This is an optimization exercise on Yosys and OpenROAD, whose aim is small area, a short achievable clock period and few clock cycles per item, not a production implementation.
The RTL was checked by simulation tests, not by an equivalence proof against the original design.

## job 101
==> flow/design.v (excerpt) <==
module lcy_gfmul (
    input  wire         clk,
    input  wire         rst,         
    input  wire         in_valid,
    output wire         in_ready,
    input  wire [127:0] in_x,
    input  wire [127:0] in_h,
    output wire         out_valid,
    input  wire         out_ready,
    output wire [127:0] out_z
);
  reg  [647:0] c1;    
  reg  [278:0] c2;    
  reg  [127:0] z;     
  reg  [2:0] v;       
  wire en = ~v[2] | out_ready;
  assign in_ready  = en;
  assign out_valid = v[2];
  wire [127:0] xa, hb;
  genvar gi;
  generate for (gi = 0; gi < 128; gi = gi + 1) begin : g_rev
    assign xa[gi] = in_x[127-gi];
    assign hb[gi] = in_h[127-gi];
  end endgenerate
  wire n256 = xa[0] & hb[0];
  wire n257 = xa[0] & hb[1];
  wire n258 = xa[1] & hb[0];
  wire n259 = n257 ^ n258;
  wire n260 = xa[0] & hb[2];
  wire n261 = xa[1] & hb[1];
  wire n262 = xa[2] & hb[0];
  wire n263 = n260 ^ n261;
  wire n264 = n262 ^ n263;
  wire n265 = xa[0] & hb[3];
  wire n266 = xa[1] & hb[2];
  wire n267 = xa[2] & hb[1];
  wire n268 = xa[3] & hb[0];
  wire n269 = n265 ^ n266;
  wire n270 = n267 ^ n268;
  wire n271 = n269 ^ n270;
  wire n272 = xa[0] & hb[4];
  wire n273 = xa[1] & hb[3];
  wire n274 = xa[2] & hb[2];
  wire n275 = xa[3] & hb[1];
  wire n276 = xa[4] & hb[0];
  wire n277 = n272 ^ n273;
  wire n278 = n274 ^ n275;
  wire n279 = n277 ^ n278;
  wire n280 = n276 ^ n279;
  ...
Size: about 15000 cells after synthesis, roughly 1100 flip-flops, about 390 I/O pins.
clock: 5.0 ns
lec_check: 0
cap_margin: 20
core_margin: 2
core_utilization: 50
setup_slack_margin: 1.8
slew_margin: 20
run.sh (not shown) runs the stock make flow with config.mk's settings and CLKGATE_MAP_FILE= SYNTH_SCRIPT=/design/flow/synth_recipe.tcl, a recipe that flattens the netlist after the stock synthesis.
Testbench counts of job 101, summed over its fixed seeds: cycles 984, blocks 960.
Inputs modified between job 101 and job 102:
==> flow/flow/run.sh (new file) <==
#!/bin/bash
# The standard layout (standard.sh), with the port buffers that the standard
# flow inserts in global placement made of sky130_fd_sc_hd__buf_4 instead of the
# cell buffer_ports picks by default (a slow delay buffer that the resizer then
# cannot swap, since the platform resizes only within a cell footprint).
# Every port still gets its own buffer.
set -euo pipefail
export BUFFER_PORTS_ARGS="-buffer_cell sky130_fd_sc_hd__buf_4"
bash standard.sh > standard_flow.log 2>&1
==> flow/standard.sh (new file) <==
#!/bin/bash
# synth_recipe.tcl (not shown) runs the flow's synth.tcl, then flattens the netlist and writes it again
# the make line also repeats each setting of config.mk as NAME=value (left out here)
make -C /OpenROAD-flow-scripts/flow DESIGN_CONFIG=/design/flow/config.mk WORK_HOME=/design/flow/orfs CLKGATE_MAP_FILE= SYNTH_SCRIPT=/design/flow/synth_recipe.tcl "${@:-finish}"
diff --git a/flow/config.mk b/flow/config.mk
--- a/flow/config.mk
+++ b/flow/config.mk
@@ -7,6 +7,6 @@
 export LEC_CHECK = 0
-export CAP_MARGIN = 20
+export CAP_MARGIN = 35
 export CORE_MARGIN = 2
 export CORE_UTILIZATION = 50
-export SETUP_SLACK_MARGIN = 1.8
+export SETUP_SLACK_MARGIN = 1.0
 export SLEW_MARGIN = 20
removed: flow/run.sh
- The run showing the greater final critical-path setup slack is job 101.
- Job 102 ends up with a final-layout clock buffer total that is about 0.7% lower than in job 101.
- When the final numbers for job 101 and job 102 were put side by side, the area added between synthesis and finish turned out to be greater in job 101.
- [compare] base=job 101 new=job 102: final cycle utilization of the critical path rose 9.3 points, met3 wirelength from detailed routing fell about 7.5%, final period demand of the worst path rose 460 ps, count of boundary I/O pins about even, end-of-flow core utilization fell 6.3 points.

Setup of build 72:
Starting RTL as in the previous note.
## lcy_gfmul
module lcy_gfmul (
    input  wire         clk,
    input  wire         rst,         
    input  wire         in_valid,
    output wire         in_ready,
    input  wire [127:0] in_x,
    input  wire [127:0] in_h,
    output wire         out_valid,
    input  wire         out_ready,
    output wire [127:0] out_z
);
  reg  [647:0] c1;    
  reg  [278:0] c2;    
  reg  [127:0] z;     
  reg  [2:0] v;       
  wire en = ~v[2] | out_ready;
  assign in_ready  = en;
  assign out_valid = v[2];
  wire [127:0] xa, hb;
  genvar gi;
  generate for (gi = 0; gi < 128; gi = gi + 1) begin : g_rev
    assign xa[gi] = in_x[127-gi];
    assign hb[gi] = in_h[127-gi];
  end endgenerate
  wire n256 = xa[0] & hb[0];
  wire n257 = xa[0] & hb[1];
  wire n258 = xa[1] & hb[0];
  wire n259 = n257 ^ n258;
  wire n260 = xa[0] & hb[2];
  wire n261 = xa[1] & hb[1];
  wire n262 = xa[2] & hb[0];
  wire n263 = n260 ^ n261;
  wire n264 = n262 ^ n263;
  wire n265 = xa[0] & hb[3];
  wire n266 = xa[1] & hb[2];
  wire n267 = xa[2] & hb[1];
  wire n268 = xa[3] & hb[0];
  wire n269 = n265 ^ n266;
  wire n270 = n267 ^ n268;
  wire n271 = n269 ^ n270;
  wire n272 = xa[0] & hb[4];
  wire n273 = xa[1] & hb[3];
  wire n274 = xa[2] & hb[2];
  wire n275 = xa[3] & hb[1];
  wire n276 = xa[4] & hb[0];
  wire n277 = n272 ^ n273;
  wire n278 = n274 ^ n275;
  wire n279 = n277 ^ n278;
  wire n280 = n276 ^ n279;
  wire n281 = xa[0] & hb[5];
  wire n282 = xa[1] & hb[4];
  wire n283 = xa[2] & hb[3];
  wire n284 = xa[3] & hb[2];
  wire n285 = xa[4] & hb[1];
  wire n286 = xa[5] & hb[0];
  wire n287 = n281 ^ n282;
  wire n288 = n283 ^ n284;
  wire n289 = n285 ^ n286;
  wire n290 = n287 ^ n288;
  wire n291 = n289 ^ n290;
  wire n292 = xa[0] & hb[6];
  wire n293 = xa[1] & hb[5];
  ...
==> flow/config.mk <==
export PLATFORM = sky130hd
export DESIGN_NAME = lcy_gfmul
export DESIGN_NICKNAME = lcy_gfmul
export VERILOG_FILES = /design/flow/design.v
export SDC_FILE = /design/flow/constraint.sdc
export NUM_CORES = 4
export LEC_CHECK = 0
export CAP_MARGIN = 35
export CORE_MARGIN = 2
export CORE_UTILIZATION = 50
export SETUP_SLACK_MARGIN = 1.8
export SLEW_MARGIN = 20
==> flow/constraint.sdc <==
create_clock -name core_clock -period 5.0 [get_ports {clk}]
set_input_delay 1.0000 -clock core_clock [delete_from_list [all_inputs] [get_ports {clk}]]
set_output_delay 1.0000 -clock core_clock [all_outputs]
set_load 0.01 [all_outputs]
Stock flow here: none of the scripts above is used.
Build 72: done, clean on timing, DRC and antenna
Testbench counts of build 72, summed over its fixed seeds: cycles 984, blocks 960.
Changes in build 4 relative to build 72:
- SETUP_SLACK_MARGIN changed from 1.8 to 2.0
- TNS_END_PERCENT newly set to 10
==> flow/flow/run.sh (new file) <==
#!/bin/bash
# The standard layout (standard.sh), with the port buffers that the standard
# flow inserts in global placement made of sky130_fd_sc_hd__buf_4 instead of the
# cell buffer_ports picks by default (a slow delay buffer that the resizer then
# cannot swap, since the platform resizes only within a cell footprint).
# Every port still gets its own buffer.
set -euo pipefail
export BUFFER_PORTS_ARGS="-buffer_cell sky130_fd_sc_hd__buf_4"
bash standard.sh > standard_flow.log 2>&1
==> flow/standard.sh (new file) <==
#!/bin/bash
# synth_recipe.tcl (not shown) runs the flow's synth.tcl, then flattens the netlist and writes it again
# the make line also repeats each setting of config.mk as NAME=value (left out here)
make -C /OpenROAD-flow-scripts/flow DESIGN_CONFIG=/design/flow/config.mk WORK_HOME=/design/flow/orfs CLKGATE_MAP_FILE= SYNTH_SCRIPT=/design/flow/synth_recipe.tcl "${@:-finish}"
removed: flow/run.sh
==> comparison <==
Build 4 went all the way through the flow, and no timing, DRC or antenna check failed.
Build 4 and build 72 ended up with nearly the same synthesized-area fraction occupied by and/or/nand/nor cells.
Clock transition time at the flip-flop clock pins of the worst setup and hold paths essentially unchanged between build 72 and build 4.
Via count (lower): build 4
Global routing usage on met2 in build 4 is 0.79 points below build 72.
When build 4 is set beside build 72, its post-layout instance count excluding filler cells turns out to be 803 smaller.
Build 4 vs. build 72: wire length went down by about 2.7%.
The number of buffers and inverters on the critical path reported for build 4 is smaller than that of build 72 by 5.
Compared with build 72, in build 4 summed area of non-filler cells in the final layout now smaller, count of non-CTS buffers in the layout now smaller.
Changes in build 5 relative to build 4:
- SETUP_SLACK_MARGIN: 2.0 -> 2.6
- TNS_END_PERCENT: 10 -> unset
Results
- Between build 4 and build 5, utilization after layout is lower for build 4, build 5 comes in above that.
- Build 5 vs. build 4: cell area climbed about 33%; post-route worst hold slack dropped 26 ps; overall global routing resource usage climbed 1.8 points.
- The last element of the critical path comes out c1[632]$_DFFE_PP_ in one run and c2[164]$_DFFE_PP_ in the other, namely in build 5 and build 4 respectively.
Input changes introduced in build 8 (baseline for comparison: build 5):
- swapping 2.6 for 2.0 in SETUP_SLACK_MARGIN
Results
Category of the critical setup timing path = input port to flop: build 5; category of the critical setup timing path = flop to flop: build 8
Comparing build 5 against build 8, there is no change at all in flip-flop and latch count.
Between build 5 and build 8, global-route wire length before repair decreased.
In the reports for build 8 and build 5, the larger worst-case setup margin in the final layout belongs to build 5.
Smallest hold slack: build 8 better than build 5
Summary — critical path depth, build 8 relative to build 5: lower, by 5.
Changes observed in build 8 relative to build 5: maximum cell stage delay along the critical path saw an increase, global-route usage has decreased, global-route track usage on met2 fell 3.0 points, routed via count fell 21,900.

-- afterwards: timing with drivers on the ports --
The flow's constraints put no driver on any port. The routed layouts listed below were extracted and timed again, unchanged, in two steps. Step 1, drivers: a clkbuf_16 drives clk and a buf_2 each remaining input, both assumed. Step 2, shift: input delay + t, output delay - t, t = (earliest + latest rising clock arrival at the registers) / 2. This alone moves slack from input paths to output paths. a / b / c = ideal ports / drivers / drivers and shift; a / b = the first two.
run | shift t [ns] | slack for setup (ns) | latest minus earliest clock arrival (ns) | slew at the worst register clock pin (ns) | worst slew at a driven data input, ns
job 101 | 0.921 | 1.652 / 1.652 / 0.750 | 0.093 / 0.093 | 0.08 / 0.08 | 0.19
job 102 | 0.949 | 1.187 / 1.268 / 0.320 | 0.075 / 0.075 | 0.08 / 0.08 | 0.24
build 72 | 0.915 | 1.599 / 1.679 / 0.764 | 0.094 / 0.094 | 0.08 / 0.08 | 0.18
build 4 | 0.943 | 1.647 / 1.647 / 0.806 | 0.050 / 0.050 | 0.07 / 0.07 | 0.24
build 5 | 0.981 | 2.078 / 2.080 / 1.099 | 0.110 / 0.110 | 0.08 / 0.08 | 0.38
build 8 | 0.927 | 1.805 / 1.805 / 0.924 | 0.073 / 0.073 | 0.08 / 0.08 | 0.27
After both steps every run listed still meets setup and hold. The setup slack of build 5, which loses most, moves by +0.002 ns with the drivers and by -0.979 ns with both steps.
